This design comes from an exercise in tuning for small area, a short achievable clock period and few clock cycles per item on the open sky130 flow, not from production work.
In this exercise RTL edits were held to simulation tests only and were not proved equivalent to the original.
Power figures rest on the tool's default switching activity, not on a simulated workload.

File: flow/design.v
module aes_sbox (
    input  wire [7:0] a,
    output reg  [7:0] y
);
    always @(*) begin
        case (a)
            8'h00: y = 8'h63;
            8'h01: y = 8'h7c;
            8'h02: y = 8'h77;
            8'h03: y = 8'h7b;
            8'h04: y = 8'hf2;
            8'h05: y = 8'h6b;
            8'h06: y = 8'h6f;
            8'h07: y = 8'hc5;
            8'h08: y = 8'h30;
            8'h09: y = 8'h01;
            8'h0a: y = 8'h67;
            8'h0b: y = 8'h2b;
            8'h0c: y = 8'hfe;
            8'h0d: y = 8'hd7;
            8'h0e: y = 8'hab;
            8'h0f: y = 8'h76;
            8'h10: y = 8'hca;
            8'h11: y = 8'h82;
            8'h12: y = 8'hc9;
            8'h13: y = 8'h7d;
            8'h14: y = 8'hfa;
            8'h15: y = 8'h59;
            8'h16: y = 8'h47;
            8'h17: y = 8'hf0;
            8'h18: y = 8'had;
            8'h19: y = 8'hd4;
            8'h1a: y = 8'ha2;
            8'h1b: y = 8'haf;
            8'h1c: y = 8'h9c;
            8'h1d: y = 8'ha4;
            8'h1e: y = 8'h72;
            8'h1f: y = 8'hc0;
            8'h20: y = 8'hb7;
            8'h21: y = 8'hfd;
            8'h22: y = 8'h93;
            8'h23: y = 8'h26;
            8'h24: y = 8'h36;
            8'h25: y = 8'h3f;
            8'h26: y = 8'hf7;
            8'h27: y = 8'hcc;
            8'h28: y = 8'h34;
            8'h29: y = 8'ha5;
            8'h2a: y = 8'he5;
            8'h2b: y = 8'hf1;
            8'h2c: y = 8'h71;
            8'h2d: y = 8'hd8;
            8'h2e: y = 8'h31;
            8'h2f: y = 8'h15;
            8'h30: y = 8'h04;
            8'h31: y = 8'hc7;
            8'h32: y = 8'h23;
            8'h33: y = 8'hc3;
            8'h34: y = 8'h18;
            8'h35: y = 8'h96;
            8'h36: y = 8'h05;
            8'h37: y = 8'h9a;
            8'h38: y = 8'h07;
            8'h39: y = 8'h12;
            8'h3a: y = 8'h80;
            8'h3b: y = 8'he2;
            8'h3c: y = 8'heb;
            8'h3d: y = 8'h27;
            8'h3e: y = 8'hb2;
            8'h3f: y = 8'h75;
            8'h40: y = 8'h09;
            8'h41: y = 8'h83;
            8'h42: y = 8'h2c;
            8'h43: y = 8'h1a;
            8'h44: y = 8'h1b;
            8'h45: y = 8'h6e;
            8'h46: y = 8'h5a;
            8'h47: y = 8'ha0;
            8'h48: y = 8'h52;
            8'h49: y = 8'h3b;
            8'h4a: y = 8'hd6;
            8'h4b: y = 8'hb3;
            8'h4c: y = 8'h29;
            8'h4d: y = 8'he3;
            8'h4e: y = 8'h2f;
            8'h4f: y = 8'h84;
            8'h50: y = 8'h53;
            8'h51: y = 8'hd1;
            8'h52: y = 8'h00;
            8'h53: y = 8'hed;
            8'h54: y = 8'h20;
            8'h55: y = 8'hfc;
            8'h56: y = 8'hb1;
            8'h57: y = 8'h5b;
            8'h58: y = 8'h6a;
            8'h59: y = 8'hcb;
            8'h5a: y = 8'hbe;
            8'h5b: y = 8'h39;
            8'h5c: y = 8'h4a;
            8'h5d: y = 8'h4c;
            8'h5e: y = 8'h58;
            8'h5f: y = 8'hcf;
            8'h60: y = 8'hd0;
            8'h61: y = 8'hef;
            8'h62: y = 8'haa;
            8'h63: y = 8'hfb;
            8'h64: y = 8'h43;
            8'h65: y = 8'h4d;
            8'h66: y = 8'h33;
            8'h67: y = 8'h85;
            8'h68: y = 8'h45;
            8'h69: y = 8'hf9;
            8'h6a: y = 8'h02;
            8'h6b: y = 8'h7f;
            8'h6c: y = 8'h50;
            8'h6d: y = 8'h3c;
            8'h6e: y = 8'h9f;
            8'h6f: y = 8'ha8;
            8'h70: y = 8'h51;
            8'h71: y = 8'ha3;
            8'h72: y = 8'h40;
            8'h73: y = 8'h8f;
            8'h74: y = 8'h92;
            8'h75: y = 8'h9d;
            8'h76: y = 8'h38;
            8'h77: y = 8'hf5;
            8'h78: y = 8'hbc;
            8'h79: y = 8'hb6;
            8'h7a: y = 8'hda;
            8'h7b: y = 8'h21;
            8'h7c: y = 8'h10;
            8'h7d: y = 8'hff;
            8'h7e: y = 8'hf3;
            8'h7f: y = 8'hd2;
            8'h80: y = 8'hcd;
            8'h81: y = 8'h0c;
            8'h82: y = 8'h13;
            8'h83: y = 8'hec;
            8'h84: y = 8'h5f;
            8'h85: y = 8'h97;
            8'h86: y = 8'h44;
            8'h87: y = 8'h17;
            8'h88: y = 8'hc4;
            8'h89: y = 8'ha7;
            8'h8a: y = 8'h7e;
            8'h8b: y = 8'h3d;
            8'h8c: y = 8'h64;
            8'h8d: y = 8'h5d;
            8'h8e: y = 8'h19;
            8'h8f: y = 8'h73;
            8'h90: y = 8'h60;
            8'h91: y = 8'h81;
            8'h92: y = 8'h4f;
            8'h93: y = 8'hdc;
            8'h94: y = 8'h22;
            8'h95: y = 8'h2a;
            8'h96: y = 8'h90;
            8'h97: y = 8'h88;
            8'h98: y = 8'h46;
            8'h99: y = 8'hee;
            8'h9a: y = 8'hb8;
            8'h9b: y = 8'h14;
            8'h9c: y = 8'hde;
            8'h9d: y = 8'h5e;
            8'h9e: y = 8'h0b;
            8'h9f: y = 8'hdb;
            8'ha0: y = 8'he0;
            8'ha1: y = 8'h32;
            8'ha2: y = 8'h3a;
            8'ha3: y = 8'h0a;
            8'ha4: y = 8'h49;
            8'ha5: y = 8'h06;
            8'ha6: y = 8'h24;
            8'ha7: y = 8'h5c;
            8'ha8: y = 8'hc2;
            8'ha9: y = 8'hd3;
            8'haa: y = 8'hac;
            8'hab: y = 8'h62;
            8'hac: y = 8'h91;
            8'had: y = 8'h95;
            8'hae: y = 8'he4;
            8'haf: y = 8'h79;
            8'hb0: y = 8'he7;
            8'hb1: y = 8'hc8;
            8'hb2: y = 8'h37;
            8'hb3: y = 8'h6d;
            8'hb4: y = 8'h8d;
            8'hb5: y = 8'hd5;
            8'hb6: y = 8'h4e;
            8'hb7: y = 8'ha9;
            8'hb8: y = 8'h6c;
            8'hb9: y = 8'h56;
            8'hba: y = 8'hf4;
            8'hbb: y = 8'hea;
            8'hbc: y = 8'h65;
            8'hbd: y = 8'h7a;
            8'hbe: y = 8'hae;
            8'hbf: y = 8'h08;
            8'hc0: y = 8'hba;
            8'hc1: y = 8'h78;
            8'hc2: y = 8'h25;
            8'hc3: y = 8'h2e;
            8'hc4: y = 8'h1c;
            8'hc5: y = 8'ha6;
            8'hc6: y = 8'hb4;
            8'hc7: y = 8'hc6;
            8'hc8: y = 8'he8;
            8'hc9: y = 8'hdd;
            8'hca: y = 8'h74;
            8'hcb: y = 8'h1f;
            8'hcc: y = 8'h4b;
            8'hcd: y = 8'hbd;
            8'hce: y = 8'h8b;
            8'hcf: y = 8'h8a;
            8'hd0: y = 8'h70;
            8'hd1: y = 8'h3e;
            8'hd2: y = 8'hb5;
            8'hd3: y = 8'h66;
            8'hd4: y = 8'h48;
            8'hd5: y = 8'h03;
            8'hd6: y = 8'hf6;
            8'hd7: y = 8'h0e;
            8'hd8: y = 8'h61;
            8'hd9: y = 8'h35;
            8'hda: y = 8'h57;
            8'hdb: y = 8'hb9;
            8'hdc: y = 8'h86;
            8'hdd: y = 8'hc1;
            8'hde: y = 8'h1d;
            8'hdf: y = 8'h9e;
            8'he0: y = 8'he1;
            8'he1: y = 8'hf8;
            8'he2: y = 8'h98;
            8'he3: y = 8'h11;
            8'he4: y = 8'h69;
            8'he5: y = 8'hd9;
            8'he6: y = 8'h8e;
            8'he7: y = 8'h94;
            8'he8: y = 8'h9b;
            8'he9: y = 8'h1e;
            8'hea: y = 8'h87;
            8'heb: y = 8'he9;
            8'hec: y = 8'hce;
            8'hed: y = 8'h55;
            8'hee: y = 8'h28;
            8'hef: y = 8'hdf;
            8'hf0: y = 8'h8c;
            8'hf1: y = 8'ha1;
            8'hf2: y = 8'h89;
            8'hf3: y = 8'h0d;
            8'hf4: y = 8'hbf;
            8'hf5: y = 8'he6;
            8'hf6: y = 8'h42;
            8'hf7: y = 8'h68;
            8'hf8: y = 8'h41;
            8'hf9: y = 8'h99;
            8'hfa: y = 8'h2d;
            8'hfb: y = 8'h0f;
            8'hfc: y = 8'hb0;
            8'hfd: y = 8'h54;
            8'hfe: y = 8'hbb;
            8'hff: y = 8'h16;
            default: y = 8'h00;
        endcase
    end
endmodule
module aes_inv_sbox (
    input  wire [7:0] a,
    output reg  [7:0] y
);
    always @(*) begin
        case (a)
            8'h00: y = 8'h52;
            8'h01: y = 8'h09;
            8'h02: y = 8'h6a;
            8'h03: y = 8'hd5;
            8'h04: y = 8'h30;
            8'h05: y = 8'h36;
            8'h06: y = 8'ha5;
            8'h07: y = 8'h38;
            8'h08: y = 8'hbf;
            8'h09: y = 8'h40;
            8'h0a: y = 8'ha3;
            8'h0b: y = 8'h9e;
            8'h0c: y = 8'h81;
            8'h0d: y = 8'hf3;
            8'h0e: y = 8'hd7;
            8'h0f: y = 8'hfb;
            8'h10: y = 8'h7c;
            8'h11: y = 8'he3;
            8'h12: y = 8'h39;
            8'h13: y = 8'h82;
            8'h14: y = 8'h9b;
            8'h15: y = 8'h2f;
            8'h16: y = 8'hff;
            8'h17: y = 8'h87;
            8'h18: y = 8'h34;
            8'h19: y = 8'h8e;
            8'h1a: y = 8'h43;
            8'h1b: y = 8'h44;
            8'h1c: y = 8'hc4;
            8'h1d: y = 8'hde;
            8'h1e: y = 8'he9;
            8'h1f: y = 8'hcb;
            8'h20: y = 8'h54;
            8'h21: y = 8'h7b;
            8'h22: y = 8'h94;
            8'h23: y = 8'h32;
            8'h24: y = 8'ha6;
            8'h25: y = 8'hc2;
            8'h26: y = 8'h23;
            8'h27: y = 8'h3d;
            8'h28: y = 8'hee;
            8'h29: y = 8'h4c;
            8'h2a: y = 8'h95;
            8'h2b: y = 8'h0b;
            8'h2c: y = 8'h42;
            8'h2d: y = 8'hfa;
            8'h2e: y = 8'hc3;
            8'h2f: y = 8'h4e;
            8'h30: y = 8'h08;
            8'h31: y = 8'h2e;
            8'h32: y = 8'ha1;
            8'h33: y = 8'h66;
            8'h34: y = 8'h28;
            8'h35: y = 8'hd9;
            8'h36: y = 8'h24;
            8'h37: y = 8'hb2;
            8'h38: y = 8'h76;
            8'h39: y = 8'h5b;
            8'h3a: y = 8'ha2;
            8'h3b: y = 8'h49;
            8'h3c: y = 8'h6d;
            8'h3d: y = 8'h8b;
            8'h3e: y = 8'hd1;
            8'h3f: y = 8'h25;
            8'h40: y = 8'h72;
            8'h41: y = 8'hf8;
            8'h42: y = 8'hf6;
            8'h43: y = 8'h64;
            8'h44: y = 8'h86;
            8'h45: y = 8'h68;
            8'h46: y = 8'h98;
            8'h47: y = 8'h16;
            8'h48: y = 8'hd4;
            8'h49: y = 8'ha4;
            8'h4a: y = 8'h5c;
            8'h4b: y = 8'hcc;
            8'h4c: y = 8'h5d;
            8'h4d: y = 8'h65;
            8'h4e: y = 8'hb6;
            8'h4f: y = 8'h92;
            8'h50: y = 8'h6c;
            8'h51: y = 8'h70;
            8'h52: y = 8'h48;
            8'h53: y = 8'h50;
            8'h54: y = 8'hfd;
            8'h55: y = 8'hed;
            8'h56: y = 8'hb9;
            8'h57: y = 8'hda;
            8'h58: y = 8'h5e;
            8'h59: y = 8'h15;
            8'h5a: y = 8'h46;
            8'h5b: y = 8'h57;
            8'h5c: y = 8'ha7;
            8'h5d: y = 8'h8d;
            8'h5e: y = 8'h9d;
            8'h5f: y = 8'h84;
            8'h60: y = 8'h90;
            8'h61: y = 8'hd8;
            8'h62: y = 8'hab;
            8'h63: y = 8'h00;
            8'h64: y = 8'h8c;
            8'h65: y = 8'hbc;
            8'h66: y = 8'hd3;
            8'h67: y = 8'h0a;
            8'h68: y = 8'hf7;
            8'h69: y = 8'he4;
            8'h6a: y = 8'h58;
            8'h6b: y = 8'h05;
            8'h6c: y = 8'hb8;
            8'h6d: y = 8'hb3;
            8'h6e: y = 8'h45;
            8'h6f: y = 8'h06;
            8'h70: y = 8'hd0;
            8'h71: y = 8'h2c;
            8'h72: y = 8'h1e;
            8'h73: y = 8'h8f;
            8'h74: y = 8'hca;
            8'h75: y = 8'h3f;
            8'h76: y = 8'h0f;
            8'h77: y = 8'h02;
            8'h78: y = 8'hc1;
            8'h79: y = 8'haf;
            8'h7a: y = 8'hbd;
            8'h7b: y = 8'h03;
            8'h7c: y = 8'h01;
            8'h7d: y = 8'h13;
            8'h7e: y = 8'h8a;
            8'h7f: y = 8'h6b;
            8'h80: y = 8'h3a;
            8'h81: y = 8'h91;
            8'h82: y = 8'h11;
            8'h83: y = 8'h41;
            8'h84: y = 8'h4f;
            8'h85: y = 8'h67;
            8'h86: y = 8'hdc;
            8'h87: y = 8'hea;
            8'h88: y = 8'h97;
            8'h89: y = 8'hf2;
            8'h8a: y = 8'hcf;
            8'h8b: y = 8'hce;
            8'h8c: y = 8'hf0;
            8'h8d: y = 8'hb4;
            8'h8e: y = 8'he6;
            8'h8f: y = 8'h73;
            8'h90: y = 8'h96;
            8'h91: y = 8'hac;
            8'h92: y = 8'h74;
            8'h93: y = 8'h22;
            8'h94: y = 8'he7;
            8'h95: y = 8'had;
            8'h96: y = 8'h35;
            8'h97: y = 8'h85;
            8'h98: y = 8'he2;
            8'h99: y = 8'hf9;
            8'h9a: y = 8'h37;
            8'h9b: y = 8'he8;
            8'h9c: y = 8'h1c;
            8'h9d: y = 8'h75;
            8'h9e: y = 8'hdf;
            8'h9f: y = 8'h6e;
            8'ha0: y = 8'h47;
            8'ha1: y = 8'hf1;
            8'ha2: y = 8'h1a;
            8'ha3: y = 8'h71;
            8'ha4: y = 8'h1d;
            8'ha5: y = 8'h29;
            8'ha6: y = 8'hc5;
            8'ha7: y = 8'h89;
            8'ha8: y = 8'h6f;
            8'ha9: y = 8'hb7;
            8'haa: y = 8'h62;
            8'hab: y = 8'h0e;
            8'hac: y = 8'haa;
            8'had: y = 8'h18;
            8'hae: y = 8'hbe;
            8'haf: y = 8'h1b;
            8'hb0: y = 8'hfc;
            8'hb1: y = 8'h56;
            8'hb2: y = 8'h3e;
            8'hb3: y = 8'h4b;
            8'hb4: y = 8'hc6;
            8'hb5: y = 8'hd2;
            8'hb6: y = 8'h79;
            8'hb7: y = 8'h20;
            8'hb8: y = 8'h9a;
            8'hb9: y = 8'hdb;
            8'hba: y = 8'hc0;
            8'hbb: y = 8'hfe;
            8'hbc: y = 8'h78;
            8'hbd: y = 8'hcd;
            8'hbe: y = 8'h5a;
            8'hbf: y = 8'hf4;
            8'hc0: y = 8'h1f;
            8'hc1: y = 8'hdd;
            8'hc2: y = 8'ha8;
            8'hc3: y = 8'h33;
            8'hc4: y = 8'h88;
            8'hc5: y = 8'h07;
            8'hc6: y = 8'hc7;
            8'hc7: y = 8'h31;
            8'hc8: y = 8'hb1;
            8'hc9: y = 8'h12;
            8'hca: y = 8'h10;
            8'hcb: y = 8'h59;
            8'hcc: y = 8'h27;
            8'hcd: y = 8'h80;
            8'hce: y = 8'hec;
            8'hcf: y = 8'h5f;
            8'hd0: y = 8'h60;
            8'hd1: y = 8'h51;
            8'hd2: y = 8'h7f;
            8'hd3: y = 8'ha9;
            8'hd4: y = 8'h19;
            8'hd5: y = 8'hb5;
            8'hd6: y = 8'h4a;
            8'hd7: y = 8'h0d;
            8'hd8: y = 8'h2d;
            8'hd9: y = 8'he5;
            8'hda: y = 8'h7a;
            8'hdb: y = 8'h9f;
            8'hdc: y = 8'h93;
            8'hdd: y = 8'hc9;
            8'hde: y = 8'h9c;
            8'hdf: y = 8'hef;
            8'he0: y = 8'ha0;
            8'he1: y = 8'he0;
            8'he2: y = 8'h3b;
            8'he3: y = 8'h4d;
            8'he4: y = 8'hae;
            8'he5: y = 8'h2a;
            8'he6: y = 8'hf5;
            8'he7: y = 8'hb0;
            8'he8: y = 8'hc8;
            8'he9: y = 8'heb;
            8'hea: y = 8'hbb;
            8'heb: y = 8'h3c;
            8'hec: y = 8'h83;
            8'hed: y = 8'h53;
            8'hee: y = 8'h99;
            8'hef: y = 8'h61;
            8'hf0: y = 8'h17;
            8'hf1: y = 8'h2b;
            8'hf2: y = 8'h04;
            8'hf3: y = 8'h7e;
            8'hf4: y = 8'hba;
            8'hf5: y = 8'h77;
            8'hf6: y = 8'hd6;
            8'hf7: y = 8'h26;
            8'hf8: y = 8'he1;
            8'hf9: y = 8'h69;
            8'hfa: y = 8'h14;
            8'hfb: y = 8'h63;
            8'hfc: y = 8'h55;
            8'hfd: y = 8'h21;
            8'hfe: y = 8'h0c;
            8'hff: y = 8'h7d;
            default: y = 8'h00;
        endcase
    end
endmodule
module aes_cell (
    input  wire         clk,
    input  wire         rst,           
    input  wire         in_valid,
    output wire         in_ready,
    input  wire         in_decrypt,    
    input  wire         in_key256,     
    input  wire [255:0] in_key,
    input  wire [127:0] in_block,
    output reg          out_valid,
    output reg  [127:0] out_block
);
    localparam [1:0] S_IDLE   = 2'd0,
                     S_EXPAND = 2'd1,
                     S_ROUND  = 2'd2;
    reg  [1:0]   fsm;
    reg          dec_r;
    reg          k256_r;
    reg  [127:0] blk_r;
    reg  [127:0] st;            
    reg  [255:0] kw;            
    reg  [3:0]   cnt;           
    reg  [3:0]   rnd;           
    reg  [127:0] rk [0:14];     
    wire [3:0] nr = k256_r ? 4'd14 : 4'd10;
    assign in_ready = (fsm == S_IDLE);
    function [7:0] xt;
        input [7:0] a;
        xt = {a[6:0], 1'b0} ^ (a[7] ? 8'h1b : 8'h00);
    endfunction
    function [7:0] gm;   
        input [7:0] a;
        input [3:0] b;
        reg [7:0] a2, a4, a8;
        begin
            a2 = xt(a);
            a4 = xt(a2);
            a8 = xt(a4);
            gm = (b[0] ? a : 8'h00) ^ (b[1] ? a2 : 8'h00) ^
                 (b[2] ? a4 : 8'h00) ^ (b[3] ? a8 : 8'h00);
        end
    endfunction
    function [31:0] mixcol;
        input [31:0] c;
        reg [7:0] a0, a1, a2, a3;
        begin
            {a0, a1, a2, a3} = c;
            mixcol = {gm(a0, 2) ^ gm(a1, 3) ^ a2 ^ a3,
                      a0 ^ gm(a1, 2) ^ gm(a2, 3) ^ a3,
                      a0 ^ a1 ^ gm(a2, 2) ^ gm(a3, 3),
                      gm(a0, 3) ^ a1 ^ a2 ^ gm(a3, 2)};
        end
    endfunction
    function [31:0] invmixcol;
        input [31:0] c;
        reg [7:0] a0, a1, a2, a3;
        begin
            {a0, a1, a2, a3} = c;
            invmixcol = {gm(a0, 14) ^ gm(a1, 11) ^ gm(a2, 13) ^ gm(a3, 9),
                         gm(a0, 9) ^ gm(a1, 14) ^ gm(a2, 11) ^ gm(a3, 13),
                         gm(a0, 13) ^ gm(a1, 9) ^ gm(a2, 14) ^ gm(a3, 11),
                         gm(a0, 11) ^ gm(a1, 13) ^ gm(a2, 9) ^ gm(a3, 14)};
        end
    endfunction
    function [7:0] byte_of;
        input [127:0] s;
        input integer i;
        byte_of = s[127 - 8 * i -: 8];
    endfunction
    wire [127:0] sub_out;
    wire [127:0] isub_out;
    reg  [127:0] shifted;       
    reg  [127:0] enc_mixed;
    reg  [127:0] ishifted;      
    wire [127:0] dec_keyed;     
    reg  [127:0] dec_mixed;
    genvar g;
    generate
        for (g = 0; g < 16; g = g + 1) begin : g_sbox
            aes_sbox     u_sb  (.a(st[127 - 8 * g -: 8]),       .y(sub_out[127 - 8 * g -: 8]));
            aes_inv_sbox u_isb (.a(ishifted[127 - 8 * g -: 8]), .y(isub_out[127 - 8 * g -: 8]));
        end
    endgenerate
    integer r, c;
    always @(*) begin
        for (c = 0; c < 4; c = c + 1)
            for (r = 0; r < 4; r = r + 1) begin
                shifted[127 - 8 * (r + 4 * c) -: 8]  = byte_of(sub_out, r + 4 * ((c + r) % 4));
                ishifted[127 - 8 * (r + 4 * c) -: 8] = byte_of(st, r + 4 * ((c + 4 - r) % 4));
            end
        for (c = 0; c < 4; c = c + 1)
            enc_mixed[127 - 32 * c -: 32] = mixcol(shifted[127 - 32 * c -: 32]);
    end
    wire [3:0]   rk_idx = dec_r ? (nr - rnd) : rnd;
    wire [127:0] rk_cur = rk[rk_idx];
    assign dec_keyed = isub_out ^ rk_cur;
    always @(*) begin
        for (c = 0; c < 4; c = c + 1)
            dec_mixed[127 - 32 * c -: 32] = invmixcol(dec_keyed[127 - 32 * c -: 32]);
    end
    reg [127:0] st_next;
    always @(*) begin
        if (rnd == 4'd0)
            st_next = blk_r ^ rk_cur;
        else if (!dec_r)
            st_next = ((rnd == nr) ? shifted : enc_mixed) ^ rk_cur;
        else
            st_next = (rnd == nr) ? dec_keyed : dec_mixed;
    end
    wire [31:0] kx_last = kw[31:0];                        
    wire        kx_rot  = !k256_r || !cnt[0];              
    wire [31:0] kx_in   = kx_rot ? {kx_last[23:0], kx_last[31:24]} : kx_last;
    wire [31:0] kx_sub;
    generate
        for (g = 0; g < 4; g = g + 1) begin : g_ksbox
            aes_sbox u_ksb (.a(kx_in[31 - 8 * g -: 8]), .y(kx_sub[31 - 8 * g -: 8]));
        end
    endgenerate
    wire [3:0] rc_i = k256_r ? {1'b0, cnt[3:1]} : cnt;
    reg  [7:0] rcon;
    always @(*) begin
        case (rc_i)
            4'd1:    rcon = 8'h01;
            4'd2:    rcon = 8'h02;
            4'd3:    rcon = 8'h04;
            4'd4:    rcon = 8'h08;
            4'd5:    rcon = 8'h10;
            4'd6:    rcon = 8'h20;
            4'd7:    rcon = 8'h40;
            4'd8:    rcon = 8'h80;
            4'd9:    rcon = 8'h1b;
            4'd10:   rcon = 8'h36;
            default: rcon = 8'h00;
        endcase
    end
    wire [31:0]  kx_t   = kx_sub ^ (kx_rot ? {rcon, 24'h0} : 32'h0);
    wire [127:0] kx_old = k256_r ? kw[255:128] : kw[127:0];
    wire [31:0]  nw0 = kx_old[127:96] ^ kx_t;
    wire [31:0]  nw1 = kx_old[95:64]  ^ nw0;
    wire [31:0]  nw2 = kx_old[63:32]  ^ nw1;
    wire [31:0]  nw3 = kx_old[31:0]   ^ nw2;
    wire [127:0] kx_new = {nw0, nw1, nw2, nw3};
    integer i;
    always @(posedge clk) begin
        if (rst) begin
            fsm       <= S_IDLE;
            out_valid <= 1'b0;
            out_block <= 128'h0;
            cnt       <= 4'd0;
            rnd       <= 4'd0;
        end else begin
            out_valid <= 1'b0;
            case (fsm)
                S_IDLE: begin
                    if (in_valid) begin
                        dec_r  <= in_decrypt;
                        k256_r <= in_key256;
                        blk_r  <= in_block;
                        rk[0]  <= in_key[255:128];
                        rk[1]  <= in_key[127:0];
                        kw     <= in_key256 ? in_key : {128'h0, in_key[255:128]};
                        cnt    <= in_key256 ? 4'd2 : 4'd1;
                        fsm    <= S_EXPAND;
                    end
                end
                S_EXPAND: begin
                    rk[cnt] <= kx_new;
                    kw      <= {kw[127:0], kx_new};
                    cnt     <= cnt + 4'd1;
                    if (cnt == nr) begin
                        rnd <= 4'd0;
                        fsm <= S_ROUND;
                    end
                end
                S_ROUND: begin
                    st  <= st_next;
                    rnd <= rnd + 4'd1;
                    if (rnd == nr) begin
                        out_valid <= 1'b1;
                        out_block <= st_next;
                        fsm       <= S_IDLE;
                    end
                end
                default: fsm <= S_IDLE;
            endcase
        end
    end
endmodule
File: flow/run.sh
#!/bin/bash
# synth_recipe.tcl (not shown) runs the flow's synth.tcl, then flattens the netlist and writes it again
# the make line also repeats each setting of config.mk as NAME=value (left out here)
make -C /OpenROAD-flow-scripts/flow DESIGN_CONFIG=/design/flow/config.mk WORK_HOME=/design/flow/orfs CLKGATE_MAP_FILE= SYNTH_SCRIPT=/design/flow/synth_recipe.tcl finish
File: flow/config.mk
export PLATFORM = sky130hd
export DESIGN_NAME = aes_cell
export DESIGN_NICKNAME = aes_cell
export VERILOG_FILES = /design/flow/design.v
export SDC_FILE = /design/flow/constraint.sdc
export NUM_CORES = 8
export LEC_CHECK = 0
export CAP_MARGIN = 20
export CORE_MARGIN = 2
export CORE_UTILIZATION = 25
export PLACE_DENSITY = 0.35
export SLEW_MARGIN = 20
File: flow/constraint.sdc
create_clock -name core_clock -period 12.0 [get_ports {clk}]
set_input_delay 2.4000 -clock core_clock [delete_from_list [all_inputs] [get_ports {clk}]]
set_output_delay 2.4000 -clock core_clock [all_outputs]
set_load 0.01 [all_outputs]
==> impl_results.md <==
- Run status: timing/DRC/antenna clean
- Fill cell count: 105100
- Synth Area per Inst: 8.745 um2
- Async set-or-reset flop fraction in the synthesized netlist: 0%
- CTS Sinks: 2957
- Share of cells above drive strength 1: 12.22%
- Clock latency (worst-skew pair): 1.08 ns
- CTS resizes: 0
- Max incr delay on CP: 1.03 ns
- Vias in the first global route: 247200
- Largest net degree at the start of global routing: 141
- Hold_sp: out_block[70]$_SDFFE_PP0P_
- First-pass GRT wire length: 2432 mm
- Die X: 997.5 um
- CP startpoint kind: flop
- Yosys warnings: 3
- Postcts setup bufs: 0
- Overall routing resource usage: 35.36%
- DP HPWL: 1354 mm
- Power, Total: 0.03570 W
- CTS tree: yes
- I/O Buffers: 518
- Total vias in the final route: 266300
- Vias per inst: 6.436
- R2R setup slack: 0.60 ns
- Commonest non-fill, non-tap cell in the layout: nand2_1
- Rows: 364
- Max Cap Violations: 0
- Seq/Total Area, Yosys: 34.38%
- Antenna violations before repair: 193
- Level count of the clock H-tree: 5
- CP Capture Type: flop
- Root buffer cell: clkbuf_16
- P per Cell Area: 125.6 nW/um2
- Initial core utilization: 25.09%
- Crit share post-route: 95.01%
- Max IR drop VDD: 0.1292 mV
- Number of DRC markers in iteration 0: 43080
- Area Overhead vs Synth: 15.24%
- Register Area: 84850 um2
- Yosys reg bits: 2957
- DR pass1 iterations: 9
- Post-Route WL: 1849 mm
- Tightest Pin Transition: 1.375 ns
- Synthesized area: 246700 um2
- Ranking of synthesized cells by area: edfxtp_1 31%, nand2_1 4.8%, o21ai_0 4.8%, a21oi_1 4.6%, mux2i_1 4.3%
- Slowest stage cell, crit path: ha_1
- Post-synthesis instance total: 28210
- Crit path time final: 11.40 ns
- RSZ-0062 raised after global routing: false
- Clock tree buffer depth: 5
- Worst hold margin: 0.4517 ns
- Critical Path AT: 12.17 ns
- Maximum operating frequency: 87.71 MHz
- GPL Wtd Cong: 1.076
- Nets@finish: 28790
- Area of the multi-input gates: 150900 um2
- Final Slew Violations: 0
- Worst reg2reg startpoint: rnd[2]$_SDFFE_PP0P_
- Clock Pin Slew Worst Setup and Hold Paths: 0.06 ns
- Post-synth EDFFs: 2562
- Die height: 997.5 um
- CTS Hold Buffers Added: 0
- Count of final setup violators: 0
- Yosys top cell area share: 31.18%
- Buf+Inv Stages, Crit Path: 4
- Setup ws final: 0.5990 ns
- Die area: 994900 um2
- Worst slack, placed: 1.067 ns
- Net count of the mapped netlist: 29040
- Top_reg_cell synth: edfxtp_1
- Detail Route Antenna Nets: 0
- CP Class: reg2reg
- CP delay by family, top: compound AO/OA/AOI/OAI gates
- Leak: 94.93 nW
- Core ar.: 983300 um2
- Post-synth cell types: 138
- I/O pin cnt: 519
- Remaining global-route overflow: 0
- Worst Setup SP: rnd[2]$_SDFFE_PP0P_
- Worst Path Max Fanout: 49
- Max-slew headroom: 7.925%
- Hold Vio Cnt, Final: 0
- Crit path cell chain: inv_1, ha_1, xor2_4, o21ai_4, buf_12, buf_12, mux4_2, mux2i_1, mux2i_2, xnor2_1, xnor2_1, xnor3_1, o221ai_2, mux2_2, inv_2, ha_1, nand2_1, nand3_1, a221oi_1, a41oi_1, a31oi_1, a211oi_1
- Worst Skew: 0.1140 ns
- Critical path data required time: 12.76 ns
- Num CTS Buffers: 396
- Hold Crit Class: reg2reg
- Most frequent cells in the layout: 3146 x nand2_1, 2562 x edfxtp_1, 2348 x o21ai_0, 2258 x a21oi_1, 2202 x nor2_1
- Post-route DRC: 0
- Area leader, netlist: edfxtp_1
- Drt wl/cell: 44.69 um
cell type report:
type / instances / share of cell area [%]
diodes: 104 / 0.09153
repair buffers: 2137 / 6.523
clock buffers: 503 / 3.702
multi-input cells: 22200 / 53.07
inverters: 281 / 0.3820
flip-flops and latches: 2957 / 29.84
clock inverters: 200 / 0.6746
well taps: 12990 / 5.718
worst paths after layout:
path                             endpoint  cells past startpoint
min reg2reg    out_block[70]$_SDFFE_PP0P_                      2
min            out_block[70]$_SDFFE_PP0P_                      2
max          g_sbox[6].u_isb.y[7]$_DFF_P_                     22
max reg2reg  g_sbox[6].u_isb.y[7]$_DFF_P_                     22
cells in the mapped netlist, types with 171 or more instances:
master and n:
nand2_1 3162, edfxtp_1 2562, o21ai_0 2369, a21oi_1 2279
nor2_1 2247, clkbuf_1 1503, mux2i_1 1064, xnor2_1 979
nand3_1 941, a211oi_1 837, nor3_1 800, buf_2 757
o211ai_1 648, a31oi_1 593, ha_1 433, dfxtp_1 395
a311oi_1 377, xor2_1 377, a221oi_1 340, mux2_2 327
o22ai_1 302, o311ai_0 299, o221ai_1 266, buf_1 259
inv_1 244, mux4_2 227, xnor3_1 214, nand2b_1 189
o31ai_1 171
logic make-up after synthesis:
group	count (synthesis)	share of synthesized area [%]
AOI/OAI and AO/OA	10060	26.95
xor gates and xnor gates	1668	7.542
buffers and inverters	3058	5.672
muxes	1667	8.209
DFF	2957	34.38
adders and majority gates	433	2.196
and+or+nand+nor	8371	15.05
metal layers:
metal	part of all wire [%]	global-route usage [%]
met5	0.021	0
met1	42	48.83
met4	6.8	19.32
met3	9.5	7.638
met2	41	51.22
tightest hold or removal path, delay by kind of cell (launching register included):
family	cells	cell delay, ns
AOI/OAI and AO/OA	1	0.05
and+or+nand+nor	1	0.05
DFF	1	0.30
sequential cells by signal (all words and copies together) (netlist names):
signal and flops:
rk 2048, kw 256, blk_r 128, g_sbox.u_isb.y 128, g_sbox.u_sb.y 128, out_block 128
st 128, cnt 4, rnd 4, fsm 2, dec_r 1, k256_r 1
out_valid 1
report_power, final:
part           internal, W  leakage (nW)  switching, W  total, W
clock network      0.00681          6.05       0.00513    0.0119
logic              0.00301          62.3       0.00773    0.0107
registers           0.0128          26.6      0.000187    0.0130
total               0.0227          94.9        0.0130    0.0357
per-stage QoR:
step,utilization (%),setup TNS [ns],instances,cell area (um2)
5_1_grt,28.90,0,41320,284200
3_3_place_gp,27.59,0,40550,271300
4_1_cts,28.88,0,41270,284000
6_report,28.92,0,41370,284300
2_1_floorplan,-,-281.71,28210,246800
3_5_place_dp,27.62,0,40560,271600
Testbench counts, summed over its fixed seeds: cycles 81,293, items 3,200.

==> re-timing with driven ports <==
In the flow no input, the clock included, has a driving cell. The finished layout below was timed again as built, in two steps. Step 1: set_driving_cell puts a clkbuf_16 on clk and a buf_2 on each other input, an assumption about the parent block. Step 2 also shifts input and output timing later by t, the mid clock arrival at the registers, as if the neighbouring blocks saw the same clock. Slacks: ideal / step 1 / step 2; pairs: ideal / step 1.
t, ns: 1.185
setup WS [ns]: 0.599 / 0.599 / 0.599
worst data-port slew with drivers (ns): 0.40
After both steps this run still meets setup and hold. For this run, drivers alone change the setup slack by 0.000 ns; drivers and shift together by 0.000 ns.
